From an optimization exercise on the open Yosys and OpenROAD flow, aimed at small area, a short achievable clock period and few clock cycles; shortcuts taken in it are not production practice.
The RTL was checked by simulation tests, not by an equivalence proof against the original design.
Power and IR drop assume default switching activity.

File: design.v
module dz3_tile_scrambler (
    input  wire        clk,
    input  wire        rst_n,
    input  wire        cmd_valid,
    output reg         cmd_ready,
    input  wire        cmd_dir,
    input  wire [63:0] cmd_block,
    input  wire [63:0] cmd_page,
    input  wire [63:0] cmd_slot,
    input  wire        in_valid,
    output reg         in_ready,
    input  wire [63:0] in_data,
    output reg         out_valid,
    output reg  [63:0] out_data,
    output reg         res_valid,
    output reg         res_crc_ok
);
    localparam [31:0] RESIDUE = 32'hB798_B438;
    localparam [9:0]  BEAT_CMD = 10'd398;
    localparam [9:0]  BEAT_LAST = 10'd515;
    localparam [63:0] SR_INV = 64'hAAAA_AAAA_AAAA_AAAA;
    reg  [63:0] p_r, s_r, b_r;
    wire [63:0] p_sr = p_r ^ SR_INV;
    wire [63:0] s_sr = s_r ^ SR_INV;
    wire [63:0] b_sr = b_r ^ SR_INV;
    reg [3:0]  b_h;                 
    reg [2:0]  pcol_n, qcol_n;      
    reg [2:0]  pcol_c, qcol_c;      
    reg        pq_c;                
    reg        fa_c;                
    reg [6:0]  jc;                  
    reg        wrapped;
    reg        eng;                 
    reg        dir_n;               
    function [2:0] popc6;
        input [5:0] x;
        reg s1, c1, s2, c2, h, hc, b1, b2;
        begin
            {c1, s1} = x[0] + x[1] + x[2];
            {c2, s2} = x[3] + x[4] + x[5];
            {hc, h}  = s1 + s2;
            {b2, b1} = c1 + c2 + hc;
            popc6 = {b2, b1, h};
        end
    endfunction
    function [2:0] popc7;
        input [6:0] x;
        reg s1, c1, s2, c2, s3, c3, b1, b2;
        begin
            {c1, s1} = x[0] + x[1] + x[2];
            {c2, s2} = x[3] + x[4] + x[5];
            {c3, s3} = s1 + s2 + x[6];
            {b2, b1} = c1 + c2 + c3;
            popc7 = {b2, b1, s3};
        end
    endfunction
    wire [13:0] p_h, s_h;
    genvar gk;
    generate
        for (gk = 0; gk < 14; gk = gk + 1) begin : g_hist
            assign p_h[gk] = s_sr[63-gk] & (jc > gk);
            assign s_h[gk] = b_sr[63-gk] & (jc > gk);
        end
    endgenerate
    wire [2:0] pcol_nx = popc6({p_h[13], p_h[11], !p_h[7], p_h[4], !p_h[1], !p_sr[1]});
    wire [2:0] qcol_nx = popc7({s_h[7], !s_h[2], s_sr[1], b_h[3], b_h[1], b_h[0], !b_sr[1]});
    wire [2:0] pcol_n0 = 3'd2 + !cmd_page[0];
    wire [2:0] qcol_n0 = 3'd1 + cmd_slot[0] + !cmd_block[0];
    wire [3:0] pcol_sum = pcol_n + pcol_c;
    wire [3:0] qcol_sum = qcol_n + qcol_c;
    wire       sum_bit  = pcol_sum[0] ^ qcol_sum[0] ^ pq_c;
    wire       pq_co    = (pcol_sum[0] & qcol_sum[0]) | (pq_c & (pcol_sum[0] | qcol_sum[0]));
    wire       s_bit  = sum_bit & (jc < 7'd64) & !wrapped;
    wire       a_lsb  = p_sr[41] & (wrapped | (jc >= 7'd23));
    wire       fa_sum = a_lsb ^ s_bit ^ fa_c;
    wire       fa_co  = (a_lsb & s_bit) | (a_lsb & fa_c) | (s_bit & fa_c);
    wire [22:0] seed  = p_sr[63:41];
    wire       seed_ok = eng & wrapped & (jc == 7'd46) & !fa_c;
    reg  [22:0] lfsr;
    reg         dir;
    reg  [9:0]  beat;
    reg  [63:0] plain_r;
    reg  [31:0] crc;
    reg         first1, last1, last2;
    reg         beat1;              
    function [86:0] prbs64;       
        input [22:0] s_in;
        reg   [22:0] s;
        reg   [63:0] ks;
        reg          o;
        integer i;
        begin
            s = s_in;
            for (i = 0; i < 64; i = i + 1) begin
                o = s[22] ^ s[17];
                s = {s[21:0], o};
                ks[i] = o;
            end
            prbs64 = {s, ks};
        end
    endfunction
    wire [86:0] step     = prbs64(lfsr);
    wire [63:0] result   = in_data ^ step[63:0];
    wire        adv      = in_valid & in_ready;
    wire        last     = (beat == BEAT_LAST);
    wire        take_idle = seed_ok & !in_ready;
    wire        take_last = seed_ok & in_ready & last;
    wire        take      = take_idle | (in_valid & take_last);
    wire        take_sel  = take_idle | take_last;
    wire        step_en   = adv | take_idle;
    wire        accept   = cmd_valid & cmd_ready;
    wire [31:0] crc_base = first1 ? 32'hFFFF_FFFF : crc;
    wire [63:0] cx = {plain_r[63:32], crc_base ^ plain_r[31:0]};
    wire [31:0] cy;
    wire [412:0] cg;
    assign cg[0] = cx[32] ^ cx[55];
    assign cg[1] = cx[38] ^ cx[47];
    assign cg[2] = cx[14] ^ cx[18];
    assign cg[3] = cx[34] ^ cx[57];
    assign cg[4] = cx[33] ^ cx[52];
    assign cg[5] = cx[11] ^ cx[29];
    assign cg[6] = cx[1] ^ cx[12];
    assign cg[7] = cx[36] ^ cx[45];
    assign cg[8] = cx[42] ^ cx[58];
    assign cg[9] = cx[53] ^ cx[54];
    assign cg[10] = cx[13] ^ cx[51];
    assign cg[11] = cx[24] ^ cx[30];
    assign cg[12] = cx[15] ^ cx[27];
    assign cg[13] = cx[31] ^ cx[50];
    assign cg[14] = cx[37] ^ cx[46];
    assign cg[15] = cx[40] ^ cx[49];
    assign cg[16] = cx[39] ^ cx[48];
    assign cg[17] = cx[16] ^ cx[28];
    assign cg[18] = cx[26] ^ cg[0];
    assign cg[19] = cx[0] ^ cx[62];
    assign cg[20] = cx[25] ^ cx[44];
    assign cg[21] = cx[61] ^ cg[2];
    assign cg[22] = cx[41] ^ cx[59];
    assign cg[23] = cx[35] ^ cx[60];
    assign cg[24] = cx[22] ^ cg[1];
    assign cg[25] = cx[4] ^ cx[63];
    assign cg[26] = cx[23] ^ cg[5];
    assign cg[27] = cx[10] ^ cx[21];
    assign cg[28] = cx[43] ^ cg[11];
    assign cg[29] = cx[56] ^ cg[9];
    assign cg[30] = cx[17] ^ cg[4];
    assign cg[31] = cx[3] ^ cg[8];
    assign cg[32] = cx[5] ^ cg[17];
    assign cg[33] = cx[7] ^ cg[15];
    assign cg[34] = cx[19] ^ cg[3];
    assign cg[35] = cx[6] ^ cg[16];
    assign cg[36] = cx[20] ^ cg[7];
    assign cg[37] = cg[12] ^ cg[18];
    assign cg[38] = cx[9] ^ cg[20];
    assign cg[39] = cg[6] ^ cg[23];
    assign cg[40] = cx[2] ^ cg[10];
    assign cg[41] = cg[14] ^ cg[27];
    assign cg[42] = cx[2] ^ cx[13];
    assign cg[43] = cx[41] ^ cg[12];
    assign cg[44] = cx[0] ^ cg[24];
    assign cg[45] = cg[19] ^ cg[25];
    assign cg[46] = cx[60] ^ cg[31];
    assign cg[47] = cg[13] ^ cg[22];
    assign cg[48] = cx[8] ^ cg[28];
    assign cg[49] = cx[55] ^ cx[63];
    assign cg[50] = cx[8] ^ cx[14];
    assign cg[51] = cx[17] ^ cx[59];
    assign cg[52] = cx[58] ^ cg[19];
    assign cg[53] = cx[42] ^ cg[30];
    assign cg[54] = cx[18] ^ cg[36];
    assign cg[55] = cx[15] ^ cg[33];
    assign cg[56] = cg[9] ^ cg[32];
    assign cg[57] = cg[6] ^ cg[26];
    assign cg[58] = cg[21] ^ cg[26];
    assign cg[59] = cx[44] ^ cx[53];
    assign cg[60] = cx[35] ^ cx[49];
    assign cg[61] = cx[38] ^ cx[61];
    assign cg[62] = cx[54] ^ cx[57];
    assign cg[63] = cx[12] ^ cx[22];
    assign cg[64] = cx[11] ^ cg[14];
    assign cg[65] = cx[30] ^ cg[15];
    assign cg[66] = cx[43] ^ cg[22];
    assign cg[67] = cx[10] ^ cx[25];
    assign cg[68] = cx[16] ^ cx[21];
    assign cg[69] = cx[3] ^ cg[3];
    assign cg[70] = cx[26] ^ cx[31];
    assign cg[71] = cg[4] ^ cg[7];
    assign cg[72] = cx[4] ^ cx[23];
    assign cg[73] = cx[33] ^ cg[1];
    assign cg[74] = cx[55] ^ cg[34];
    assign cg[75] = cx[7] ^ cg[29];
    assign cg[76] = cg[10] ^ cg[13];
    assign cg[77] = cx[34] ^ cg[2];
    assign cg[78] = cg[24] ^ cg[49];
    assign cg[79] = cx[9] ^ cg[25];
    assign cg[80] = cg[31] ^ cg[35];
    assign cg[81] = cx[46] ^ cg[67];
    assign cg[82] = cx[40] ^ cg[37];
    assign cg[83] = cx[39] ^ cg[38];
    assign cg[84] = cg[40] ^ cg[68];
    assign cg[85] = cg[30] ^ cg[41];
    assign cg[86] = cg[28] ^ cg[39];
    assign cg[87] = cx[53] ^ cx[56];
    assign cg[88] = cx[36] ^ cx[56];
    assign cg[89] = cx[6] ^ cx[58];
    assign cg[90] = cx[17] ^ cx[61];
    assign cg[91] = cx[19] ^ cx[22];
    assign cg[92] = cx[19] ^ cx[21];
    assign cg[93] = cx[35] ^ cg[8];
    assign cg[94] = cx[24] ^ cx[43];
    assign cg[95] = cx[20] ^ cx[36];
    assign cg[96] = cx[28] ^ cx[48];
    assign cg[97] = cx[12] ^ cx[62];
    assign cg[98] = cx[52] ^ cg[8];
    assign cg[99] = cx[11] ^ cx[45];
    assign cg[100] = cx[29] ^ cg[0];
    assign cg[101] = cx[1] ^ cg[14];
    assign cg[102] = cx[16] ^ cx[35];
    assign cg[103] = cg[16] ^ cg[88];
    assign cg[104] = cx[29] ^ cg[16];
    assign cg[105] = cx[5] ^ cx[62];
    assign cg[106] = cx[15] ^ cx[37];
    assign cg[107] = cx[59] ^ cg[61];
    assign cg[108] = cx[2] ^ cg[23];
    assign cg[109] = cx[50] ^ cg[60];
    assign cg[110] = cx[57] ^ cg[22];
    assign cg[111] = cx[10] ^ cg[71];
    assign cg[112] = cg[34] ^ cg[36];
    assign cg[113] = cg[0] ^ cg[50];
    assign cg[114] = cg[13] ^ cg[29];
    assign cg[115] = cg[17] ^ cg[73];
    assign cg[116] = cg[11] ^ cg[95];
    assign cg[117] = cg[51] ^ cg[59];
    assign cg[118] = cx[37] ^ cg[34];
    assign cg[119] = cx[47] ^ cg[18];
    assign cg[120] = cg[5] ^ cg[103];
    assign cg[121] = cx[3] ^ cg[64];
    assign cg[122] = cx[56] ^ cg[65];
    assign cg[123] = cg[6] ^ cg[62];
    assign cg[124] = cg[29] ^ cg[42];
    assign cg[125] = cg[18] ^ cg[35];
    assign cg[126] = cx[1] ^ cg[69];
    assign cg[127] = cg[20] ^ cg[70];
    assign cg[128] = cg[4] ^ cg[33];
    assign cg[129] = cx[18] ^ cg[66];
    assign cg[130] = cg[63] ^ cg[72];
    assign cg[131] = cg[24] ^ cg[89];
    assign cg[132] = cx[13] ^ cg[25];
    assign cg[133] = cg[32] ^ cg[76];
    assign cg[134] = cg[41] ^ cg[115];
    assign cg[135] = cg[21] ^ cg[124];
    assign cg[136] = cx[32] ^ cg[43];
    assign cg[137] = cg[52] ^ cg[54];
    assign cg[138] = cg[23] ^ cg[45];
    assign cg[139] = cg[47] ^ cg[113];
    assign cg[140] = cg[39] ^ cg[122];
    assign cg[141] = cg[50] ^ cg[114];
    assign cg[142] = cg[35] ^ cg[38];
    assign cg[143] = cg[7] ^ cg[40];
    assign cg[144] = cx[6] ^ cg[44];
    assign cg[145] = cx[51] ^ cg[79];
    assign cg[146] = cg[37] ^ cg[107];
    assign cg[147] = cg[10] ^ cg[53];
    assign cg[148] = cg[21] ^ cg[45];
    assign cg[149] = cx[23] ^ cg[75];
    assign cg[150] = cx[38] ^ cg[55];
    assign cg[151] = cg[19] ^ cg[46];
    assign cg[152] = cg[48] ^ cg[119];
    assign cg[153] = cg[56] ^ cg[144];
    assign cg[154] = cg[48] ^ cg[146];
    assign cg[155] = cg[57] ^ cg[90];
    assign cg[156] = cg[58] ^ cg[81];
    assign cg[157] = cx[63] ^ cg[84];
    assign cg[158] = cg[86] ^ cg[149];
    assign cg[159] = cx[58] ^ cx[60];
    assign cg[160] = cx[27] ^ cg[159];
    assign cg[161] = cg[42] ^ cg[160];
    assign cg[162] = cg[74] ^ cg[120];
    assign cg[163] = cg[129] ^ cg[32];
    assign cg[164] = cg[44] ^ cg[161];
    assign cg[165] = cg[85] ^ cg[162];
    assign cg[166] = cg[163] ^ cg[164];
    assign cg[167] = cg[165] ^ cg[166];
    assign cg[168] = cx[20] ^ cx[28];
    assign cg[169] = cg[168] ^ cg[80];
    assign cg[170] = cg[117] ^ cg[118];
    assign cg[171] = cg[44] ^ cg[140];
    assign cg[172] = cg[58] ^ cg[169];
    assign cg[173] = cg[170] ^ cg[171];
    assign cg[174] = cg[172] ^ cg[173];
    assign cg[175] = cg[61] ^ cg[62];
    assign cg[176] = cg[72] ^ cg[92];
    assign cg[177] = cg[104] ^ cg[42];
    assign cg[178] = cg[175] ^ cg[47];
    assign cg[179] = cg[55] ^ cg[176];
    assign cg[180] = cg[177] ^ cg[86];
    assign cg[181] = cg[137] ^ cg[178];
    assign cg[182] = cg[179] ^ cg[180];
    assign cg[183] = cg[181] ^ cg[182];
    assign cg[184] = cx[39] ^ cx[61];
    assign cg[185] = cg[15] ^ cg[184];
    assign cg[186] = cg[91] ^ cg[101];
    assign cg[187] = cg[105] ^ cg[20];
    assign cg[188] = cg[185] ^ cg[116];
    assign cg[189] = cg[46] ^ cg[186];
    assign cg[190] = cg[187] ^ cg[139];
    assign cg[191] = cg[188] ^ cg[189];
    assign cg[192] = cg[157] ^ cg[190];
    assign cg[193] = cg[191] ^ cg[192];
    assign cg[194] = cx[62] ^ cg[79];
    assign cg[195] = cg[80] ^ cg[112];
    assign cg[196] = cg[82] ^ cg[133];
    assign cg[197] = cg[194] ^ cg[195];
    assign cg[198] = cg[156] ^ cg[196];
    assign cg[199] = cg[197] ^ cg[198];
    assign cg[200] = cg[3] ^ cg[2];
    assign cg[201] = cg[63] ^ cg[116];
    assign cg[202] = cg[125] ^ cg[40];
    assign cg[203] = cg[200] ^ cg[138];
    assign cg[204] = cg[150] ^ cg[201];
    assign cg[205] = cg[202] ^ cg[203];
    assign cg[206] = cg[204] ^ cg[205];
    assign cg[207] = cx[43] ^ cx[8];
    assign cg[208] = cg[96] ^ cg[108];
    assign cg[209] = cg[13] ^ cg[51];
    assign cg[210] = cg[207] ^ cg[78];
    assign cg[211] = cg[126] ^ cg[55];
    assign cg[212] = cg[208] ^ cg[209];
    assign cg[213] = cg[210] ^ cg[211];
    assign cg[214] = cg[212] ^ cg[156];
    assign cg[215] = cg[213] ^ cg[214];
    assign cg[216] = cx[44] ^ cx[9];
    assign cg[217] = cx[28] ^ cg[69];
    assign cg[218] = cg[105] ^ cg[109];
    assign cg[219] = cg[10] ^ cg[216];
    assign cg[220] = cg[130] ^ cg[217];
    assign cg[221] = cg[218] ^ cg[219];
    assign cg[222] = cg[85] ^ cg[220];
    assign cg[223] = cg[221] ^ cg[154];
    assign cg[224] = cg[222] ^ cg[223];
    assign cg[225] = cx[24] ^ cg[87];
    assign cg[226] = cx[27] ^ cg[225];
    assign cg[227] = cg[77] ^ cg[111];
    assign cg[228] = cg[131] ^ cg[26];
    assign cg[229] = cg[226] ^ cg[83];
    assign cg[230] = cg[133] ^ cg[138];
    assign cg[231] = cg[227] ^ cg[228];
    assign cg[232] = cg[229] ^ cg[230];
    assign cg[233] = cg[231] ^ cg[232];
    assign cg[234] = cx[33] ^ cx[41];
    assign cg[235] = cx[45] ^ cx[25];
    assign cg[236] = cg[234] ^ cg[235];
    assign cg[237] = cg[131] ^ cg[21];
    assign cg[238] = cg[236] ^ cg[82];
    assign cg[239] = cg[237] ^ cg[157];
    assign cg[240] = cg[158] ^ cg[238];
    assign cg[241] = cg[239] ^ cg[240];
    assign cg[242] = cx[54] ^ cx[5];
    assign cg[243] = cx[7] ^ cx[8];
    assign cg[244] = cg[1] ^ cg[94];
    assign cg[245] = cg[106] ^ cg[27];
    assign cg[246] = cg[242] ^ cg[243];
    assign cg[247] = cg[127] ^ cg[244];
    assign cg[248] = cg[245] ^ cg[246];
    assign cg[249] = cg[151] ^ cg[58];
    assign cg[250] = cg[247] ^ cg[248];
    assign cg[251] = cg[249] ^ cg[250];
    assign cg[252] = cx[16] ^ cg[91];
    assign cg[253] = cg[99] ^ cg[6];
    assign cg[254] = cg[45] ^ cg[252];
    assign cg[255] = cg[253] ^ cg[142];
    assign cg[256] = cg[254] ^ cg[154];
    assign cg[257] = cg[255] ^ cg[256];
    assign cg[258] = cx[48] ^ cx[52];
    assign cg[259] = cx[21] ^ cg[258];
    assign cg[260] = cg[66] ^ cg[70];
    assign cg[261] = cg[33] ^ cg[259];
    assign cg[262] = cg[78] ^ cg[118];
    assign cg[263] = cg[38] ^ cg[260];
    assign cg[264] = cg[261] ^ cg[137];
    assign cg[265] = cg[57] ^ cg[262];
    assign cg[266] = cg[263] ^ cg[264];
    assign cg[267] = cg[265] ^ cg[266];
    assign cg[268] = cx[63] ^ cx[0];
    assign cg[269] = cg[3] ^ cg[59];
    assign cg[270] = cg[109] ^ cg[268];
    assign cg[271] = cg[269] ^ cg[32];
    assign cg[272] = cg[53] ^ cg[54];
    assign cg[273] = cg[270] ^ cg[57];
    assign cg[274] = cg[271] ^ cg[272];
    assign cg[275] = cg[152] ^ cg[273];
    assign cg[276] = cg[274] ^ cg[275];
    assign cg[277] = cx[51] ^ cx[52];
    assign cg[278] = cx[55] ^ cx[57];
    assign cg[279] = cx[10] ^ cg[277];
    assign cg[280] = cg[278] ^ cg[99];
    assign cg[281] = cg[11] ^ cg[279];
    assign cg[282] = cg[39] ^ cg[47];
    assign cg[283] = cg[280] ^ cg[281];
    assign cg[284] = cg[83] ^ cg[282];
    assign cg[285] = cg[283] ^ cg[153];
    assign cg[286] = cg[284] ^ cg[285];
    assign cg[287] = cx[40] ^ cx[60];
    assign cg[288] = cx[31] ^ cg[287];
    assign cg[289] = cg[98] ^ cg[288];
    assign cg[290] = cg[75] ^ cg[81];
    assign cg[291] = cg[125] ^ cg[289];
    assign cg[292] = cg[143] ^ cg[290];
    assign cg[293] = cg[291] ^ cg[155];
    assign cg[294] = cg[292] ^ cg[293];
    assign cg[295] = cx[27] ^ cg[97];
    assign cg[296] = cg[110] ^ cg[121];
    assign cg[297] = cg[128] ^ cg[295];
    assign cg[298] = cg[135] ^ cg[296];
    assign cg[299] = cg[297] ^ cg[152];
    assign cg[300] = cg[298] ^ cg[299];
    assign cg[301] = cg[73] ^ cg[96];
    assign cg[302] = cg[97] ^ cg[74];
    assign cg[303] = cg[132] ^ cg[38];
    assign cg[304] = cg[43] ^ cg[46];
    assign cg[305] = cg[301] ^ cg[141];
    assign cg[306] = cg[302] ^ cg[303];
    assign cg[307] = cg[304] ^ cg[305];
    assign cg[308] = cg[306] ^ cg[307];
    assign cg[309] = cx[49] ^ cx[54];
    assign cg[310] = cx[26] ^ cg[309];
    assign cg[311] = cg[64] ^ cg[92];
    assign cg[312] = cg[108] ^ cg[36];
    assign cg[313] = cg[310] ^ cg[21];
    assign cg[314] = cg[44] ^ cg[53];
    assign cg[315] = cg[311] ^ cg[312];
    assign cg[316] = cg[136] ^ cg[145];
    assign cg[317] = cg[313] ^ cg[314];
    assign cg[318] = cg[315] ^ cg[316];
    assign cg[319] = cg[317] ^ cg[318];
    assign cg[320] = cx[50] ^ cx[15];
    assign cg[321] = cx[20] ^ cg[87];
    assign cg[322] = cg[42] ^ cg[110];
    assign cg[323] = cg[320] ^ cg[321];
    assign cg[324] = cg[322] ^ cg[323];
    assign cg[325] = cg[151] ^ cg[324];
    assign cg[326] = cg[155] ^ cg[325];
    assign cg[327] = cx[59] ^ cg[28];
    assign cg[328] = cg[46] ^ cg[123];
    assign cg[329] = cg[84] ^ cg[148];
    assign cg[330] = cg[327] ^ cg[328];
    assign cg[331] = cg[329] ^ cg[330];
    assign cg[332] = cx[31] ^ cg[20];
    assign cg[333] = cg[120] ^ cg[126];
    assign cg[334] = cg[43] ^ cg[332];
    assign cg[335] = cg[134] ^ cg[148];
    assign cg[336] = cg[333] ^ cg[334];
    assign cg[337] = cg[335] ^ cg[336];
    assign cg[338] = cx[42] ^ cx[46];
    assign cg[339] = cx[62] ^ cg[338];
    assign cg[340] = cg[71] ^ cg[27];
    assign cg[341] = cg[339] ^ cg[129];
    assign cg[342] = cg[132] ^ cg[37];
    assign cg[343] = cg[340] ^ cg[140];
    assign cg[344] = cg[341] ^ cg[342];
    assign cg[345] = cg[343] ^ cg[344];
    assign cg[346] = cx[38] ^ cg[49];
    assign cg[347] = cg[13] ^ cg[27];
    assign cg[348] = cg[98] ^ cg[104];
    assign cg[349] = cg[346] ^ cg[21];
    assign cg[350] = cg[117] ^ cg[347];
    assign cg[351] = cg[348] ^ cg[349];
    assign cg[352] = cg[350] ^ cg[351];
    assign cg[353] = cx[48] ^ cg[1];
    assign cg[354] = cg[3] ^ cg[65];
    assign cg[355] = cg[100] ^ cg[353];
    assign cg[356] = cg[43] ^ cg[52];
    assign cg[357] = cg[354] ^ cg[355];
    assign cg[358] = cg[85] ^ cg[143];
    assign cg[359] = cg[56] ^ cg[356];
    assign cg[360] = cg[357] ^ cg[358];
    assign cg[361] = cg[359] ^ cg[360];
    assign cg[362] = cx[30] ^ cg[60];
    assign cg[363] = cg[101] ^ cg[5];
    assign cg[364] = cg[17] ^ cg[29];
    assign cg[365] = cg[30] ^ cg[362];
    assign cg[366] = cg[77] ^ cg[78];
    assign cg[367] = cg[80] ^ cg[47];
    assign cg[368] = cg[363] ^ cg[364];
    assign cg[369] = cg[365] ^ cg[366];
    assign cg[370] = cg[367] ^ cg[368];
    assign cg[371] = cg[369] ^ cg[370];
    assign cg[372] = cx[11] ^ cx[30];
    assign cg[373] = cg[93] ^ cg[372];
    assign cg[374] = cg[76] ^ cg[128];
    assign cg[375] = cg[130] ^ cg[41];
    assign cg[376] = cg[373] ^ cg[136];
    assign cg[377] = cg[56] ^ cg[374];
    assign cg[378] = cg[375] ^ cg[376];
    assign cg[379] = cg[377] ^ cg[378];
    assign cg[380] = cx[34] ^ cx[36];
    assign cg[381] = cx[12] ^ cg[380];
    assign cg[382] = cg[94] ^ cg[381];
    assign cg[383] = cg[26] ^ cg[382];
    assign cg[384] = cg[139] ^ cg[147];
    assign cg[385] = cg[383] ^ cg[153];
    assign cg[386] = cg[384] ^ cg[385];
    assign cg[387] = cg[100] ^ cg[106];
    assign cg[388] = cg[77] ^ cg[387];
    assign cg[389] = cg[142] ^ cg[147];
    assign cg[390] = cg[388] ^ cg[158];
    assign cg[391] = cg[389] ^ cg[390];
    assign cg[392] = cg[102] ^ cg[74];
    assign cg[393] = cg[111] ^ cg[127];
    assign cg[394] = cg[135] ^ cg[150];
    assign cg[395] = cg[48] ^ cg[392];
    assign cg[396] = cg[393] ^ cg[394];
    assign cg[397] = cg[395] ^ cg[396];
    assign cg[398] = cx[41] ^ cx[17];
    assign cg[399] = cg[102] ^ cg[398];
    assign cg[400] = cg[112] ^ cg[121];
    assign cg[401] = cg[37] ^ cg[52];
    assign cg[402] = cg[399] ^ cg[83];
    assign cg[403] = cg[141] ^ cg[400];
    assign cg[404] = cg[401] ^ cg[402];
    assign cg[405] = cg[403] ^ cg[404];
    assign cg[406] = cx[56] ^ cg[93];
    assign cg[407] = cg[51] ^ cg[123];
    assign cg[408] = cg[54] ^ cg[406];
    assign cg[409] = cg[82] ^ cg[134];
    assign cg[410] = cg[145] ^ cg[407];
    assign cg[411] = cg[408] ^ cg[409];
    assign cg[412] = cg[410] ^ cg[411];
    assign cy[0] = cg[167];
    assign cy[1] = cg[174];
    assign cy[2] = cg[183];
    assign cy[3] = cg[193];
    assign cy[4] = cg[199];
    assign cy[5] = cg[206];
    assign cy[6] = cg[215];
    assign cy[7] = cg[224];
    assign cy[8] = cg[233];
    assign cy[9] = cg[241];
    assign cy[10] = cg[251];
    assign cy[11] = cg[257];
    assign cy[12] = cg[267];
    assign cy[13] = cg[276];
    assign cy[14] = cg[286];
    assign cy[15] = cg[294];
    assign cy[16] = cg[300];
    assign cy[17] = cg[308];
    assign cy[18] = cg[319];
    assign cy[19] = cg[326];
    assign cy[20] = cg[331];
    assign cy[21] = cg[337];
    assign cy[22] = cg[345];
    assign cy[23] = cg[352];
    assign cy[24] = cg[361];
    assign cy[25] = cg[371];
    assign cy[26] = cg[379];
    assign cy[27] = cg[386];
    assign cy[28] = cg[391];
    assign cy[29] = cg[397];
    assign cy[30] = cg[405];
    assign cy[31] = cg[412];
    reg         in_ready_n;
    reg  [9:0]  beat_n;
    always @(*) begin
        in_ready_n = in_ready;
        if (take)
            in_ready_n = 1'b1;
        else if (adv & last)
            in_ready_n = 1'b0;
        beat_n = beat;
        if (step_en)
            beat_n = take_sel ? 10'd0 : beat + 10'd1;
    end
    always @(posedge clk) begin
        if (!rst_n) begin
            cmd_ready <= 1'b0;
            in_ready  <= 1'b0;
            eng       <= 1'b0;
            out_valid <= 1'b0;
            first1    <= 1'b0;
            last1     <= 1'b0;
            last2     <= 1'b0;
            res_valid <= 1'b0;
        end else begin
            cmd_ready <= !eng & !accept & jc[6] & (!in_ready | (beat >= BEAT_CMD));
            in_ready  <= in_ready_n;
            if (accept)
                eng <= 1'b1;
            else if (take)
                eng <= 1'b0;
            out_valid <= adv;
            first1    <= adv & (beat == 10'd0);
            last1     <= adv & last;
            last2     <= last1;
            res_valid <= last2;
        end
    end
    always @(posedge clk) begin
        p_r <= ({fa_sum & eng, p_sr[63:1]}  | ({64{accept}} & cmd_page)) ^ SR_INV;
        s_r <= ({p_sr[0] & eng, s_sr[63:1]} | ({64{accept}} & cmd_slot)) ^ SR_INV;
        b_r <= ({s_sr[0] & eng, b_sr[63:1]} | ({64{accept}} & cmd_block)) ^ SR_INV;
        if (accept) begin
            b_h     <= 4'd0;
            pcol_n  <= pcol_n0;
            qcol_n  <= qcol_n0;
            pcol_c  <= 3'd3;
            qcol_c  <= 3'd2;
            pq_c    <= 1'b0;
            fa_c    <= 1'b1;
            jc      <= 7'd0;
            wrapped <= 1'b0;
            dir_n   <= cmd_dir;
        end else begin
            b_h     <= {b_h[2:0], b_sr[0]};
            pcol_n  <= pcol_nx;
            qcol_n  <= qcol_nx;
            pcol_c  <= pcol_sum[3:1];
            qcol_c  <= qcol_sum[3:1];
            pq_c    <= pq_co;
            fa_c    <= fa_co;
            if (!rst_n || take) begin
                jc      <= 7'd0;
            end else if (eng) begin
                if (jc == 7'd68) begin
                    jc      <= 7'd46;
                    wrapped <= 1'b1;
                end else begin
                    jc      <= jc + 7'd1;
                end
            end else if (!jc[6]) begin
                jc      <= jc + 7'd1;
            end
        end
        if (step_en)
            lfsr <= take_sel ? seed : step[86:64];
        if (take)
            dir  <= dir_n;
        beat     <= beat_n;
        out_data <= result;
        plain_r  <= dir ? result : in_data;
        beat1 <= adv;
        if (beat1)
            crc <= cy;
        res_crc_ok <= (crc == RESIDUE);
    end
endmodule
File: flow/run.sh
#!/bin/bash
# The standard layout (standard.sh), with:
#  - plain buf_1 cells as the port buffers,
#  - a larger setup margin for timing repair,
#  - clock tree: clkbuf_16 root, clkbuf_8 below it, larger sink clusters, no dummy loads.
set -euo pipefail
bash standard.sh \
  BUFFER_PORTS_ARGS="-buffer_cell sky130_fd_sc_hd__buf_1" \
  SETUP_SLACK_MARGIN=6.95 \
  CTS_ARGS="-sink_clustering_enable -repair_clock_nets -dont_use_dummy_load -root_buf sky130_fd_sc_hd__clkbuf_16 -buf_list sky130_fd_sc_hd__clkbuf_8 -sink_clustering_size 16 -sink_clustering_max_diameter 50" \
  finish > standard.log 2>&1
File: standard.sh
#!/bin/bash
# synth_recipe.tcl (not shown) runs the flow's synth.tcl, then flattens the netlist and writes it again
# the make line also repeats each setting of config.mk as NAME=value (left out here)
make -C /OpenROAD-flow-scripts/flow DESIGN_CONFIG=/design/flow/config.mk WORK_HOME=/design/flow/orfs CLKGATE_MAP_FILE= SYNTH_SCRIPT=/design/flow/synth_recipe.tcl "${@:-finish}"
File: config.mk
export PLATFORM = sky130hd
export DESIGN_NAME = dz3_tile_scrambler
export DESIGN_NICKNAME = dz3_tile_scrambler
export VERILOG_FILES = /design/flow/design.v
export SDC_FILE = /design/flow/constraint.sdc
export NUM_CORES = 4
export LEC_CHECK = 0
export CAP_MARGIN = 20
export CORE_MARGIN = 2
export CORE_UTILIZATION = 70
export PLACE_DENSITY = 0.8
export SLEW_MARGIN = 20
export TNS_END_PERCENT = 0
File: constraint.sdc
create_clock -name core_clock -period 10.0 [get_ports {clk}]
set_input_delay 2.0000 -clock core_clock [delete_from_list [all_inputs] [get_ports {clk}]]
set_output_delay 2.0000 -clock core_clock [all_outputs]
set_load 0.01 [all_outputs]
==> results list, run 1 <==
- Antenna viol nets, final: 0
- Clock tree from TritonCTS: yes
* Wire length after detailed routing: 56,500 um
- Post-synthesis instance total: 1,781
* Maximum number of pins on one net before global-route repair: 93
* Critical path endpoint category: flop
- Measured against its own limit, the worst slew margin works out to 0.238.
- Routed length on met2: 27,300 um
* Final count of negative-setup-slack endpoints: 0
* Worst setup skew after layout: 0.0748 ns
- After detailed routing, no signal wire sits above met5.
- After layout, the design draws a total of 4.00 mW.
* I/O Pins: 330
- The portion of synthesized area spent on multiplexers is 0.00964.
* Switching share of power: 0.280
* Flip-flop and latch count after synthesis: 423
* Start point of the critical path: plain_r[49]$_DFF_P_
- Area delta synth->final: 11.7%
- Vertical die dimension: 171 um
* Starting density of the core: 0.706
* Count of buffers added by post-CTS timing repair for setup: 0
* Summed instance area of the synthesized netlist: 19,500 um2
- The placed instances occupy a cell area of 21,000 um2.
* Core area: 27,600 um2
- Class of the most critical setup path: reg2reg
- Across all register-to-register paths, the minimum setup slack is 6.79 ns.
- In the routed design, unresolved DRC markers number 0.
- The number of clock buffers added by TritonCTS is 39.
- For this design the static power due to leakage is 8.96 nW.
* Slew at the pin closest to its max-slew limit: 1.13 ns
- Summed negative setup slack over all endpoints: 0 ns
- Clk sinks: 423
- Power density normalized to cell area: 184 nW/um2
- Fraction of power consumed by combinational cells: 0.299
- The share of total power dissipated in sequential elements is 0.467.
- Row generation in the floorplan step produced 61 rows.
* Source of the worst register-to-register timing path: plain_r[49]$_DFF_P_
- Count of nets after finishing: 2,386
- H-tree depth: 2
* Layout cells sized above 1: 0.0377
- Of all nets on the critical path, the largest fanout is 4.
* Net count of the mapped netlist: 2,069
* Initial antenna violation count: 8
* Share of the synthesized area in compound gates (AO/OA/AOI/OAI): 0.0352
* Hpwl dp: 44,300 um
* Number of DRC violations after detailed-routing iteration 0: 1,286
- Routed length per placed instance: 22.8 um
- Global routing usage summed across all routing layers: 0.389
- Total of buffers placed on input and output ports: 329
- The number of pins exceeding their max-slew limit in the final report is 0.
- The number of hold-slack violations in the final timing report came to 0.
- Post-Synth Simple-Gate Area: 0.0938
- Mean Syn Cell Area: 10.9 um2
* Count of distinct cell types in the synthesized netlist: 41
- Across the run, the number of max-cap violations was 0.
- For this block, wires on met1 add up to 20,100 um.
* Hold WC Path Type: reg2reg
- After synthesis, the largest family of logic cells by area is XOR/XNOR gates.
* Cell taking the most area after synthesis: sky130_fd_sc_hd__dfxtp_1
- In this run the power spent charging and discharging nets is 1.12 mW.
- The die covers 29,200 um2.
- Syn. warnings: 1
- Minimum period implied by the final worst setup slack: 3.21 ns
- Area of all placed cells without fillers: 21,700 um2
* Buffer cell driving the clock tree root: sky130_fd_sc_hd__clkbuf_16
- Sequential share of the synthesized area: 0.470
- Required time worst endpoint: 10.22 ns
- Clock-pin slew was measured on the worst setup and hold paths at 0.10 ns.
- Number of global-route vias before repair: 14,100
- Via density per instance: 5.60
- In this run the critical register-to-register path is captured at crc[29]$_DFFE_PP_.
- Die extent in x: 171 um
- End of the critical path: crc[29]$_DFFE_PP_
- IR analysis of the VDD net gives a maximum drop of 0.145 mV.
- The share of synthesized area in the top cell type comes to 0.366.
- The flow ran to the end and the layout has no timing, DRC or antenna violations.
- Static timing analysis puts the maximum clock frequency at 311 MHz.
- RSZ-0062 raised after global routing: true
- Gpl congestion: 1.01
* DR WL met3: 5570 um
- Summed over all layers, the global routing overflow is 0.
- Of the total synthesized cell area, the portion taken by XOR and XNOR cells is 0.352.
- The first global-routing pass estimated 82,500 um of wire.
* Max Root-Sink Buffers: 3
- Filler Cells Inserted: 1,736
* Leading post-synthesis cells by cell area: sky130_fd_sc_hd__dfxtp_1 (37%), sky130_fd_sc_hd__xnor2_1 (18%), sky130_fd_sc_hd__edfxtp_1 (10%)
* Arrival time of the worst setup path: 3.43 ns
- Clock latency (worst-skew pair): 0.52 ns
* Total number of vias: 13,900
* Fraction of the cycle the final worst path needs: 0.321
- Synthesized-area fraction occupied by adder cells: 0.0216
- STA classifies the critical path startpoint as a flop.
- Number of cell instances on the worst register-to-register path: 6
- Of the total power, the clock network draws 0.233.
* Pre-Repair DR Iteration Count: 5
* Internal Pwr Total: 2.88 mW
synthesized netlist by cell type, drive strengths merged:
| cell type | instances |
|---|---|
| nor3 | 7 |
| nor4 | 4 |
| fa | 11 |
| buf | 11 |
| xnor2 | 400 |
| a21o | 5 |
| o21ai | 10 |
| xor2 | 161 |
| nor2 | 142 |
| nor4bb | 2 |
| a22oi | 2 |
| o21bai | 2 |
| a21boi | 2 |
| nand4 | 7 |
| a211oi | 2 |
| dfxtp | 356 |
| clkinv | 1 |
| a21oi | 106 |
| nor2b | 5 |
| nor4b | 4 |
| xor3 | 6 |
| and4b | 1 |
| nand2 | 250 |
| nand4b | 2 |
| mux2i | 12 |
| inv | 31 |
| nand2b | 2 |
| xnor3 | 76 |
| edfxtp | 67 |
| ha | 16 |
| and3 | 3 |
| and2 | 12 |
| clkbuf | 50 |
| a31oi | 1 |
| nand3 | 6 |
| mux2 | 6 |
worst min path at each step:
| stage | from | end | cells after the start |
|---|---|---|---|
| 6_report | s_r[26]$_DFF_P_ | s_r[25]$_DFF_P_ | 1 |
| 2_1_floorplan | b_r[11]$_DFF_P_ | b_r[10]$_DFF_P_ | 1 |
| 3_3_place_gp | b_r[5]$_DFF_P_ | b_r[4]$_DFF_P_ | 1 |
| 4_1_cts | s_r[26]$_DFF_P_ | s_r[25]$_DFF_P_ | 1 |
| 5_1_grt | s_r[26]$_DFF_P_ | s_r[25]$_DFF_P_ | 1 |
| 3_5_place_dp | p_r[17]$_DFF_P_ | p_r[16]$_DFF_P_ | 1 |
cells in the final DEF, fill, tap and decap left out, types with 34 or more instances in the layout:
master,count
sky130_fd_sc_hd__xnor2_1,387
sky130_fd_sc_hd__dfxtp_1,355
sky130_fd_sc_hd__buf_1,329
sky130_fd_sc_hd__nand2_1,249
sky130_fd_sc_hd__xor2_1,159
sky130_fd_sc_hd__nor2_1,141
sky130_fd_sc_hd__a21oi_1,106
sky130_fd_sc_hd__xnor3_1,71
sky130_fd_sc_hd__edfxtp_1,67
sky130_fd_sc_hd__clkbuf_8,34
per-layer routing:
| layer | GRT usage | vias to the layer above |
|---|---|---|
| met5 | 0 | - |
| met4 | 0.197 | 8 |
| met3 | 0.0881 | 188 |
| met2 | 0.672 | 776 |
| met1 | 0.455 | 6611 |
| li1 | - | 6291 |
through the flow:
step	hold slack (ns)	std cells	worst slack (ns)	util
finish	0.332	2478	6.79	0.789
global route	0.332	2476	6.80	0.789
CTS	0.334	2474	6.80	0.787
detailed placement	0.351	2434	5.62	0.762
global placement	0.347	2434	5.75	0.762
floorplan	0.343	1781	6.63	-
state kept, by name, indices dropped and copies added (netlist names), 3 cells and up:
signal	cells
crc	32
pcol_n	3
qcol_c	3
plain_r	64
b_h	4
out_data	64
jc	7
qcol_n	3
lfsr	23
pcol_c	3
b_r	64
p_r	64
s_r	64
beat	10
cell type report:
cell class | count | area, um2 | share of cell area
antenna | 4 | 10.0 | 0.000461
clock buffer | 39 | 593 | 0.0273
inverter | 32 | 146 | 0.00674
multi-input combinational | 1265 | 10100 | 0.463
sequential | 423 | 9140 | 0.421
tap | 378 | 473 | 0.0218
timing repair buffer | 336 | 1300 | 0.0599
timing repair inverter | 1 | 8.76 | 0.000403
power by group through the flow:
stage / logic, mW / clock network [mW] / registers [mW]
floorplan: 0.895 / 0 / 1.89
global placement: 1.15 / 0 / 1.90
detailed placement: 1.17 / 0 / 1.90
CTS: 1.18 / 0.931 / 1.87
global route: 1.25 / 0.992 / 1.87
finish: 1.20 / 0.934 / 1.87
kinds of logic (layout without fill, tap and decap cells):
group / count (synthesis) / in the layout
compound gates: 130 / 130
xor+xnor: 643 / 643
fa+ha+maj: 27 / 27
buf+inv: 93 / 408
flops: 423 / 423
mux: 18 / 18
other cells: 0 / 4
simple gates: 447 / 447
critical path: stages (launching register included):
cell                      delay [ns]
sky130_fd_sc_hd__dfxtp_1        0.44
sky130_fd_sc_hd__xnor2_1        0.54
sky130_fd_sc_hd__xnor3_1        0.57
sky130_fd_sc_hd__xnor2_2        0.38
sky130_fd_sc_hd__xor2_1         0.55
sky130_fd_sc_hd__xor2_1         0.21
sky130_fd_sc_hd__xnor3_1        0.22
repair_timing:
item                                    in CTS  in global routing
resized for setup                           15                 11
hold buffers                                 0                  0
gates cloned                                 1                  0
endpoints found under the setup margin     124                125
endpoints found under the hold margin        0                  0
Testbench counts, summed over its fixed seeds: cycles 67,152.
==> run 2, diff against run 1 <==
--- a/config.mk
+++ b/config.mk
@@ -9,5 +9,4 @@
 export CORE_MARGIN = 2
 export CORE_UTILIZATION = 70
-export PLACE_DENSITY = 0.8
+export PLACE_DENSITY = 0.7
 export SLEW_MARGIN = 20
-export TNS_END_PERCENT = 0
==> run 2 against run 1 <==
Synthesized cell count stayed put. Critical path depth is 5 lower. Clock skew is 0.011 ns lower. Utilization is 0.47 points higher. First-iteration DRC count hardly changed. Sequential power hardly changed. Critical path type is now reg2out. Largest power group unchanged.
==> results list, run 2 <==
* Antenna viol nets, final: 0
- On the worst path, the slowest cell contributes a delay of 0.38 ns.
- The core region is 27,600 um2.
- Number of endpoints with negative hold slack in the final report: 0
- The first global-routing pass estimated 79,200 um of wire.
- Number of global-route vias before repair: 13,500
- Along the worst hold path, the cell count comes to 1.
- Synthesis produced 1,781 cells.
- Crit path max-delay family: flip-flops
- For the final database, setup skew stands at 0.0639 ns.
* Sequential share of the synthesized area: 0.470
* Worst-path cell chain: buf_2
* Slew at the pin closest to its max-slew limit: 1.20 ns
* Count of nets after finishing: 2,393
- Cell taking the most area after synthesis: sky130_fd_sc_hd__dfxtp_1
- The first routing iteration left 1,287 violations.
- In this run the number of cells on the critical path is 1.
- In this run the tool buffered the top-level ports with 329 buffer cells.
- No sink is reached through more buffers than the 3 on the longest clock path.
- Synth top cells by count: sky130_fd_sc_hd__xnor2_1 (392), sky130_fd_sc_hd__dfxtp_1 (356), sky130_fd_sc_hd__nand2_1 (250)
* Die extent in x: 171 um
- Area delta synth->final: 12.3%
- Outcome: complete, no violations
- By instance count, the leading cell after synthesis is sky130_fd_sc_hd__xnor2_1.
- Yosys mapped the design onto 41 distinct sky130hd cell types.
- Leaving out fill and tap cells, the most frequent cells in the layout are sky130_fd_sc_hd__xnor2_1 (384), sky130_fd_sc_hd__dfxtp_1 (348), sky130_fd_sc_hd__buf_1 (314), sky130_fd_sc_hd__nand2_1 (249), sky130_fd_sc_hd__xor2_1 (158).
- Critical Path Source Type: flop
* Starting density of the core: 0.706
- For this run, the number of Yosys warnings is 1.
- For this run, the detailed router's first-pass iteration total came to 5.
* Power density normalized to cell area: 182 nW/um2
- Total area of multi-input combinational cells: 10,100 um2
- The tightest min-delay check is of the reg2reg type.
- The HPWL after detailed placement is 41,900 um.
* Sum of internal, switching and leakage power: 3.99 mW
- The final layout contains routed wiring with a total length of 54,400 um.
- Buffer cell driving the clock tree root: sky130_fd_sc_hd__clkbuf_16
- The filler cells instantiated in the layout total 1,789.
* Fraction of the cycle the final worst path needs: 0.304
- The total overflow left after global routing is 0.
- Net count of the mapped netlist: 2,069
* Post-route worst setup slack: 6.96 ns
* Leakage: 9.06 nW
- Global routing usage summed across all routing layers: 0.372
- Summed instance area of the synthesized netlist: 19,500 um2
- In this run the count of I/O pins placed on the die edge is 330.
- For this run, asynchronously set or reset flops after synthesis account for 0.
* Number of rows in the core area: 61
* Gpl congestion: 1.04
- TritonCTS buffer count: 37
- For the worst setup path, the data required time is 8.00 ns.
- The sequential cells in the finished layout cover a total of 9150 um2.
- Layout cells sized above 1: 0.0523
- Setup violations remaining at the end of the flow were counted as 0.
* RSZ-0062 raised after global routing: true
* Clk sinks: 423
- The initial antenna violation count is 2.
- Max-cap violations: 0
- Dividing the detail-routed via count by the number of cells gives 5.53.
- After detailed routing, the number of remaining DRC violations is 0.
- At the worst endpoint, the arrival time is 1.04 ns.
- Vertical die dimension: 171 um
* Number of cell instances on the worst register-to-register path: 7
- Counting flops and latches in the post-synthesis netlist gives 423.
- Headroom to the max-slew limit came out at 0.196.
- The setup path with the least slack is of type reg2out.
- For this design, the CTS-stage hold fixing added 0 buffers.
* Clock tree from TritonCTS: yes
- Subtracting the final worst setup slack from the clock period gives 3.04 ns.
* Die ar.: 29,200 um2
- Commonest non-fill, non-tap cell in the layout: sky130_fd_sc_hd__xnor2_1
- Top_reg_cell synth: sky130_fd_sc_hd__dfxtp_1
* Summed negative setup slack over all endpoints: 0 ns
- In this run the worst path has a maximum fanout of 1.
- The H-tree generated during clock tree synthesis spans 2 levels.
* Mean Syn Cell Area: 10.9 um2
* Total number of vias: 13,700
* Highest achievable clock rate: 329 MHz
- Number of pins with negative max-slew slack in the final report: 0
* Critical path endpoint category: primary output
- The number of buffers and inverters on the critical path is 1.
- Maximum ir drop on the vdd rail: 0.150 mV
- Routed length per placed instance: 21.9 um
* Clock slew seen by the registers of the worst setup and hold paths: 0.10 ns
- At the later pin of the worst-skew pair, clock insertion delay measures 0.52 ns.
* Place WS: 5.60 ns
* Number of flops mapped to enable cells by yosys: 67
- Entering global routing, the biggest net connects 116 pins.
- Cell with the biggest individual delay on the critical path: sky130_fd_sc_hd__dfxtp_1
* Yosys top cell area share: 0.366
- Leading post-synthesis cells by cell area: sky130_fd_sc_hd__dfxtp_1 (37%), sky130_fd_sc_hd__xnor2_1 (18%), sky130_fd_sc_hd__edfxtp_1 (10%)
==> run 2: cell counts after synthesis <==
Identical to the previous run, type by type.
==> run 2: per-layer routing <==
layer | share of wire | vias up | wire length [um] | global-route usage
li1 | - | 6300 | - | -
met1 | 0.37 | 6489 | 20100 | 0.452
met3 | 0.099 | 177 | 5400 | 0.0833
met5 | 0.00024 | - | 13 | 0
met2 | 0.47 | 755 | 25600 | 0.615
met4 | 0.061 | 2 | 3330 | 0.207
==> run 2: worst paths after layout <==
check | from | to | slack [ns]
worst min register to register | b_r[59]$_DFF_P_ | b_r[58]$_DFF_P_ | 0.37
worst max register to register | first1$_SDFF_PN0_ | crc[8]$_DFFE_PP_ | 6.97
worst min-delay path | b_r[59]$_DFF_P_ | b_r[58]$_DFF_P_ | 0.37
worst max-delay path | out_data[30]$_DFF_P_ | out_data[30] | 6.96
==> run 2: worst reg2reg max path: cells and delay by family, from the launching register on <==
kind,cells,cell delay [ns]
XOR/XNOR,5,1.94
buffers and inverters,1,0.23
flip-flops,1,0.45
AND/OR/NAND/NOR,1,0.13
==> run 2: metrics by stage <==
stage / hold slack [ns] / instances / utilization / area [um2]
3_3_place_gp: 0.346 / 2438 / 0.763 / 21000
5_1_grt: 0.359 / 2481 / 0.793 / 21900
3_5_place_dp: 0.350 / 2438 / 0.763 / 21000
6_report: 0.370 / 2482 / 0.793 / 21900
4_1_cts: 0.363 / 2477 / 0.788 / 21700
2_1_floorplan: 0.343 / 1781 / - / 19500
==> run 2: where the power goes <==
part	switching, mW	leakage [nW]	total, mW	internal (mW)
logic	0.537	5.19	1.20	0.666
registers	0.0424	3.58	1.87	1.83
clock network	0.536	0.292	0.914	0.378
total	1.12	9.06	3.99	2.87
==> run 2: what timing repair did <==
item	in CTS	in global routing
endpoints found under the setup margin	143	26
pin swaps	2	1
resized for setup	30	23
gates cloned	1	1
buffers inserted	1	3
==> run 2: layout make-up <==
type | instances | share of cell area
Sequential cell | 423 | 0.419
Timing Repair inverter | 1 | 0.000401
Multi-Input combinational cell | 1265 | 0.462
Timing Repair Buffer | 345 | 0.0651
Clock buffer | 37 | 0.0259
Antenna cell | 1 | 0.000114
Tap cell | 378 | 0.0216
Inverter | 32 | 0.00670
==> run 2: cells by family (layout without fill, tap and decap cells) <==
| family | after synthesis | count (layout) | synth area share |
|---|---|---|---|
| AND/OR/NAND/NOR | 447 | 447 | 0.0938 |
| AO/OA/AOI/OAI | 130 | 130 | 0.0352 |
| other | 0 | 1 | 0 |
| multiplexers | 18 | 18 | 0.00964 |
| buffers and inverters | 93 | 415 | 0.0186 |
| flip-flops | 423 | 423 | 0.470 |
| XOR/XNOR | 643 | 643 | 0.352 |
| adder cells (fa/ha/maj) | 27 | 27 | 0.0216 |
==> run 3, diff against run 2 <==
--- a/flow/run.sh
+++ b/flow/run.sh
@@ -7,5 +7,5 @@
 bash standard.sh \
   BUFFER_PORTS_ARGS="-buffer_cell sky130_fd_sc_hd__buf_1" \
-  SETUP_SLACK_MARGIN=6.95 \
+  SETUP_SLACK_MARGIN=7.15 \
   CTS_ARGS="-sink_clustering_enable -repair_clock_nets -dont_use_dummy_load -root_buf sky130_fd_sc_hd__clkbuf_16 -buf_list sky130_fd_sc_hd__clkbuf_8 -sink_clustering_size 16 -sink_clustering_max_diameter 50" \
   finish > standard.log 2>&1
--- a/config.mk
+++ b/config.mk
@@ -9,4 +9,4 @@
 export CORE_MARGIN = 2
 export CORE_UTILIZATION = 70
-export PLACE_DENSITY = 0.7
+export PLACE_DENSITY = 0.8
 export SLEW_MARGIN = 20
==> run 3 against run 2 <==
Non-clock buffer count increased by 10. Still clean. First-iteration DRC count rose by 6.8%. Setup slack better by 0.035 ns. Via count rose by 4.3%. Largest power group unchanged. Sequential share of layout area shrank 0.98 points. Clock power barely moved.
==> results list, run 3 <==
- Worst setup skew after layout: 0.0712 ns
- Summed instance area of the synthesized netlist: 19,500 um2
- Of the cells placed in the final design, the portion with a size suffix greater than 1 is 0.115.
- TritonCTS built the clock tree.
* Critical path endpoint category: primary output
- Dividing total power by cell area gives a power density of 179 nW/um2.
- Initial antenna violation count: 5
- Number of DRC violations after detailed-routing iteration 0: 1,375
* Dpl cell area: 21,000 um2
- Measured along the y axis, the die boundary spans 171 um.
- Count of distinct cell types in the synthesized netlist: 41
- Clock-pin slew was measured on the worst setup and hold paths at 0.09 ns.
- In the layout the commonest cells are sky130_fd_sc_hd__xnor2_1 (374), sky130_fd_sc_hd__dfxtp_1 (306), sky130_fd_sc_hd__buf_1 (260), sky130_fd_sc_hd__nand2_1 (249), sky130_fd_sc_hd__xor2_1 (156).
- Clock latency (worst-skew pair): 0.52 ns
- Gpl congestion: 1.03
- RSZ-0062 raised after global routing: true
* Leftover overflow at the end of global routing: 0
- Yosys top cell area share: 0.366
- Minimum period implied by the final worst setup slack: 3.01 ns
* Top-count cell post-synth: sky130_fd_sc_hd__xnor2_1
- Crit path max-delay family: flip-flops
- Data on the critical path is required at its endpoint by 8.00 ns.
* Cell with the biggest individual delay on the critical path: sky130_fd_sc_hd__dfxtp_2
- Area delta synth->final: 15.7%
- Number of global-route vias before repair: 14,500
- The first detailed-routing pass ran for 5 iterations.
- For this run, the register share of the synthesized area comes to 0.470.
* Via density per instance: 5.74
- I/O Pins: 330
* Hold WC Path Type: reg2reg
* Worst-path cell chain: buf_6
- IR analysis of the VDD net gives a maximum drop of 0.154 mV.
* Number of endpoints with negative hold slack in the final report: 0
- Area of all placed cells without fillers: 22,500 um2
- Of the available clock period, the critical path in the final layout requires 0.301.
* Slew at the pin closest to its max-slew limit: 1.15 ns
* Post-synthesis instance total: 1,781
- The clock drives 423 sinks.
- Bufs and invs on worst path: 1
- Mean Syn Cell Area: 10.9 um2
- Outcome: complete, no violations
- Die extent in x: 171 um
- Cell taking the most area after synthesis: sky130_fd_sc_hd__dfxtp_1
- Leakage: 9.42 nW
- Data on the critical path arrives at its endpoint at 1.01 ns.
- Across all layers, the routed design uses 14,300 vias.
* Max Root-Sink Buffers: 3
* Synth top cells by count: sky130_fd_sc_hd__xnor2_1 (392), sky130_fd_sc_hd__dfxtp_1 (356), sky130_fd_sc_hd__nand2_1 (250)
* Core area: 27,600 um2
- Commonest non-fill, non-tap cell in the layout: sky130_fd_sc_hd__xnor2_1
* H-tree depth: 2
* Syn. warnings: 1
* Maximum number of pins on one net before global-route repair: 70
- Hpwl dp: 43,800 um
- CTS placed an instance of sky130_fd_sc_hd__clkbuf_16 at the clock tree root.
* CP Max Fanout: 1
- For this run, the post-layout net count is 2,403.
* Number of pins with negative max-slew slack in the final report: 0
* Sum of internal, switching and leakage power: 4.03 mW
* Number of flops mapped to enable cells by yosys: 67
* Starting density of the core: 0.706
- Setup total negative slack on the finished layout was measured at 0 ns.
- Post-synthesis async set-or-reset flop share: 0
* TritonCTS buffer count: 37
- In this run the tool buffered the top-level ports with 329 buffer cells.
- Top_reg_cell synth: sky130_fd_sc_hd__dfxtp_1
- Critical Path Source Type: flop
- Setup slack, reg-to-reg: 7.16 ns
- Highest achievable clock rate: 332 MHz
* Number of rows in the core area: 61
- The first global-routing pass estimated 84,100 um of wire.
- Wire length after detailed routing: 59,500 um
- After synthesis, the cell types taking the most area are sky130_fd_sc_hd__dfxtp_1 (37%), sky130_fd_sc_hd__xnor2_1 (18%), sky130_fd_sc_hd__edfxtp_1 (10%).
* Flip-flop and latch count after synthesis: 423
- After detailed routing, the number of remaining DRC violations is 0.
- The number of nets in the synthesized netlist is 2,069.
* Die ar.: 29,200 um2
* Routed length per placed instance: 23.9 um
* Final count of negative-setup-slack endpoints: 0
- Class of the most critical setup path: reg2out
* Antenna viol nets, final: 0
- Measured against its own limit, the worst slew margin works out to 0.225.
- Across every metal layer, demand over resource in global routing totals 0.396.
- Across the run, the number of max-cap violations was 0.
- The largest single stage delay on the critical path is 0.38 ns.
-- run 3: cell counts after synthesis --
No cell type changed its count.
-- run 3: metrics by stage --
step	setup WS (ns)	instances	hold WS, ns	utilization
5_1_grt	6.98	2491	0.371	0.817
3_3_place_gp	6.00	2434	0.345	0.762
3_5_place_dp	5.99	2434	0.348	0.762
4_1_cts	6.99	2477	0.365	0.803
2_1_floorplan	7.16	1781	0.343	-
6_report	6.99	2495	0.366	0.817
-- run 3: routing by layer --
metal / routed length [um] / vias up / GRT usage
met4: 3970 / 4 / 0.233
li1: - / 6329 / -
met1: 20900 / 6851 / 0.466
met5: 27 / - / 0
met2: 28800 / 889 / 0.675
met3: 5830 / 240 / 0.0784
-- run 3: power by group --
part,internal [mW],leakage (nW),switching [mW],total [mW]
clock,0.378,0.292,0.536,0.914
combinational,0.694,5.55,0.543,1.24
sequential,1.83,3.58,0.0470,1.88
total,2.90,9.42,1.13,4.03
-- run 3: logic make-up (layout without fill, tap and decap cells) --
logic type / count (synthesis) / after routing / share of synthesized area
other: 0 / 4 / 0
xor gates and xnor gates: 643 / 643 / 0.352
and+or+nand+nor: 447 / 447 / 0.0938
adders and majority gates: 27 / 27 / 0.0216
buffers and inverters: 93 / 425 / 0.0186
AOI/OAI and AO/OA: 130 / 130 / 0.0352
DFF: 423 / 423 / 0.470
muxes: 18 / 18 / 0.00964
-- run 3: cell type report --
cell class | count | area, um2
multi-input combinational | 1265 | 10300
clock buffer | 37 | 566
timing repair inverter | 1 | 8.76
timing repair buffer | 355 | 1820
sequential | 423 | 9210
tap | 378 | 473
fill | 1504 | 5030
inverter | 32 | 146
antenna | 4 | 10.0
-- run 3: what timing repair did --
item,in CTS,in global routing
gates resized for setup,166,61
buffers inserted,5,13
pin swaps,4,4
endpoints found under the setup margin,172,140
hold buffers,0,0
cloned,1,1
-- run 3: worst paths after layout --
path / cells past startpoint / to / from
worst max-delay path: 1 / out_data[48] / out_data[48]$_DFF_P_
worst min-delay path: 1 / s_r[8]$_DFF_P_ / s_r[9]$_DFF_P_
worst max register to register: 6 / crc[6]$_DFFE_PP_ / plain_r[40]$_DFF_P_
worst min register to register: 1 / s_r[8]$_DFF_P_ / s_r[9]$_DFF_P_
==> run 4, diff against run 3 <==
--- a/flow/run.sh
+++ b/flow/run.sh
@@ -7,5 +7,5 @@
 bash standard.sh \
   BUFFER_PORTS_ARGS="-buffer_cell sky130_fd_sc_hd__buf_1" \
-  SETUP_SLACK_MARGIN=7.15 \
+  SETUP_SLACK_MARGIN=7.3 \
   CTS_ARGS="-sink_clustering_enable -repair_clock_nets -dont_use_dummy_load -root_buf sky130_fd_sc_hd__clkbuf_16 -buf_list sky130_fd_sc_hd__clkbuf_8 -sink_clustering_size 16 -sink_clustering_max_diameter 50" \
   finish > standard.log 2>&1
==> run 4 against run 3 <==
Count of clock-buffer cells in the layout rose by 1. Sequential cell count did not move. Critical endpoint unchanged. Clock skew rose by 0.0069 ns. Global-route usage fell by 1.0 points. Synthesized cell count did not move. Register-to-register slack improved by 0.08 ns. First-iteration DRC count rose by 0.29%. Critical path type unchanged. Non-clock buffer count rose by 44. Largest cell class unchanged. Maximum frequency fell by 0.17%. Worst hold slack got worse by 0.044 ns.
==> results list, run 4 <==
- Summed negative setup slack over all endpoints: 0 ns
* Gpl congestion: 1.01
- Dpl cell area: 21,000 um2
- Count of distinct cell types in the synthesized netlist: 41
- Number of endpoints with negative hold slack in the final report: 0
- Max Root-Sink Buffers: 3
- Clock tree from TritonCTS: yes
* Die extent in x: 171 um
- Clk sinks: 423
- Across the run, the number of max-cap violations was 0.
* Top-count cell post-synth: sky130_fd_sc_hd__xnor2_1
* Pre-Repair DR Iteration Count: 8
* Outcome: complete, no violations
* I/O Pins: 330
* Area of all placed cells without fillers: 23,400 um2
* Count of nets after finishing: 2,449
- Yosys top cell area share: 0.366
* Critical path endpoint category: primary output
* Flip-flop and latch count after synthesis: 423
- CP Max Fanout: 1
- Arrival time of the worst setup path: 1.01 ns
- The mapped netlist covers 19,500 um2.
* Place WS: 5.81 ns
- For the worst-skew pair, the clock arrives at the later sink with an insertion delay of 0.52 ns.
* Highest-count cells in the layout ignoring fill and taps: sky130_fd_sc_hd__xnor2_1 (351), sky130_fd_sc_hd__dfxtp_1 (298), sky130_fd_sc_hd__buf_1 (260), sky130_fd_sc_hd__nand2_1 (249), sky130_fd_sc_hd__xor2_1 (150)
* Cell with the biggest individual delay on the critical path: sky130_fd_sc_hd__dfxtp_2
- For this run, design rule violations remaining after detail routing come to 0.
* Hold WC Path Type: reg2reg
* Buffer cell driving the clock tree root: sky130_fd_sc_hd__clkbuf_16
- For this run, the register share of the synthesized area comes to 0.470.
- Counting every net in the synthesized netlist gives 2,069.
- Data on the critical path is required at its endpoint by 8.00 ns.
* Layout cells sized above 1: 0.158
- Relative to the synthesized area, the layout overhead comes to 20.2%.
- For this run, the slowest stage of the critical path takes 0.37 ns.
* RSZ-0062 raised after global routing: true
- The number of global-route vias before repair is 13,900.
- At the pin with the least slew margin, the transition time is 1.12 ns.
- Starting density of the core: 0.706
* First-pass GRT wire length: 81,800 um
- The floorplan has 61 rows.
- In this run the vertical extent of the chip is 171 um.
- Core area: 27,600 um2
- By startpoint and endpoint, the worst setup path is classified as reg2out.
- Leading post-synthesis cells by cell area: sky130_fd_sc_hd__dfxtp_1 (37%), sky130_fd_sc_hd__xnor2_1 (18%), sky130_fd_sc_hd__edfxtp_1 (10%)
* Antenna viol nets, final: 0
- Synth top cells by count: sky130_fd_sc_hd__xnor2_1 (392), sky130_fd_sc_hd__dfxtp_1 (356), sky130_fd_sc_hd__nand2_1 (250)
- Counting flops with a built-in enable in the synthesized netlist gives 67.
* Routed length per placed instance: 22.9 um
- Maximum ir drop on the vdd rail: 0.139 mV
- The biggest area contributor in the post-synthesis netlist is sky130_fd_sc_hd__dfxtp_1.
* Worst setup skew after layout: 0.0781 ns
* Leftover overflow at the end of global routing: 0
- The layout has 1,544 filler cells.
- Bufs and invs on worst path: 1
- In this run the tool buffered the top-level ports with 329 buffer cells.
* Crit path max-delay family: flip-flops
* Critical Path Source Type: flop
* Final count of negative-setup-slack endpoints: 0
- For this run, asynchronously set or reset flops after synthesis account for 0.
- Worst-path cell chain: buf_6
- Top_reg_cell synth: sky130_fd_sc_hd__dfxtp_1
- The number of pins exceeding their max-slew limit in the final report came to 0.
- Across all setup checks in the final design, the least slack found is 6.99 ns.
* H-tree depth: 2
- Max-slew headroom at the worst pin: 0.251
- Power density normalized to cell area: 177 nW/um2
* Commonest non-fill, non-tap cell in the layout: sky130_fd_sc_hd__xnor2_1
- TritonCTS buffer count: 38
- Dividing the final minimum period by the clock period gives 0.301.
* Highest achievable clock rate: 332 MHz
- Power comes to 4.14 mW.
* Clock slew seen by the registers of the worst setup and hold paths: 0.10 ns
- Via density per instance: 5.67
- The worst path needs 3.01 ns of the cycle, external delays included.
- Summed over all cells, the static leakage comes to 9.85 nW.
* Global routing usage summed across all routing layers: 0.386
- Each instance of the synthesized netlist takes up on average 10.9 um2.
* Wire length after detailed routing: 58,200 um
- The initial antenna violation count was 4.
* Finished Layout Cells: 2,540
- Die ar.: 29,200 um2
* Total number of vias: 14,400
* Syn. warnings: 1
* Maximum number of pins on one net before global-route repair: 55
- Number of DRC violations after detailed-routing iteration 0: 1,379
* Inst Count DP: 2,436
- Hpwl dp: 41,900 um
* Post-synthesis instance total: 1,781
run 4: cells by family after synthesis:
| family | synth area share |
|---|---|
| xor gates and xnor gates | 0.352 |
| and+or+nand+nor | 0.0938 |
| adders and majority gates | 0.0216 |
| muxes | 0.00964 |
| buffers and inverters | 0.0186 |
| DFF | 0.470 |
| AOI/OAI and AO/OA | 0.0352 |
run 4: stage by stage:
stage	hold slack (ns)	util
finish	0.322	0.849
global route	0.322	0.849
CTS	0.323	0.824
detailed placement	0.349	0.763
global placement	0.345	0.763
floorplan	0.343	-
run 4: worst paths after layout:
path / slack, ns / cells after the start / startpoint / endpoint
worst min-delay path: 0.32 / 1 / b_r[62]$_DFF_P_ / b_r[61]$_DFF_P_
worst max-delay path: 6.99 / 1 / out_data[48]$_DFF_P_ / out_data[48]
worst max register to register: 7.24 / 6 / crc[12]$_DFFE_PP_ / crc[14]$_DFFE_PP_
worst min register to register: 0.32 / 1 / b_r[62]$_DFF_P_ / b_r[61]$_DFF_P_
run 4: layout make-up:
type | instances | area (um2) | area share
diodes | 3 | 7.51 | 0.000321
multi-input cells | 1266 | 10700 | 0.459
well taps | 378 | 473 | 0.0202
clock buffers | 38 | 579 | 0.0248
repair buffers | 399 | 2220 | 0.0951
flip-flops and latches | 423 | 9240 | 0.395
repair inverters | 1 | 8.76 | 0.000374
inverters | 32 | 136 | 0.00583
run 4: worst register-to-register path, delay by kind of cell, from the launching register on:
kind / cells / cell delay, ns
XOR/XNOR: 5 / 1.74
flip-flops: 1 / 0.68
AND/OR/NAND/NOR: 1 / 0.08
run 4: what timing repair did:
action / CTS / global route
setup endpoints to repair: 209 / 125
pin swaps: 18 / 34
setup buffers: 24 / 32
gates cloned: 5 / 2
gates resized for setup: 213 / 84
hold buffers: 0 / 0
run 4: power breakdown:
part | internal [mW] | total [mW] | switching (mW)
clock network | 0.387 | 0.920 | 0.533
logic | 0.749 | 1.34 | 0.594
registers | 1.83 | 1.87 | 0.0456
run 4: metal layers:
| layer | vias to the layer above | track usage | part of all wire |
|---|---|---|---|
| li1 | 6419 | - | - |
| met4 | 2 | 0.229 | 0.071 |
| met1 | 6871 | 0.457 | 0.36 |
| met2 | 849 | 0.645 | 0.47 |
| met3 | 251 | 0.0877 | 0.097 |
| met5 | - | 0 | 0.00031 |

[re-timing with driven ports]
In the flow no input, the clock included, has a driving cell. The finished layouts below were timed again as built, in two steps. Step 1 assumes that a clkbuf_16 drives the clock port and a buf_2 every other input. Step 2, shift: input delay + t, output delay - t, t = (earliest + latest rising clock arrival at the registers) / 2. This alone moves slack from input paths to output paths. Slacks: ideal / step 1 / step 2; pairs: ideal / step 1.
| run | t, ns | setup WS [ns] | latest minus earliest clock arrival (ns) |
|---|---|---|---|
| run 1 | 0.536 | 6.789 / 6.789 / 6.441 | 0.087 / 0.088 |
| run 2 | 0.540 | 6.956 / 6.903 / 6.580 | 0.064 / 0.063 |
| run 3 | 0.535 | 6.991 / 6.938 / 6.716 | 0.076 / 0.075 |
| run 4 | 0.532 | 6.986 / 6.939 / 6.879 | 0.090 / 0.090 |
After both steps every run listed still meets setup and hold. The setup slack of run 2, which loses most, moves by -0.053 ns with the drivers and by -0.376 ns with both steps.
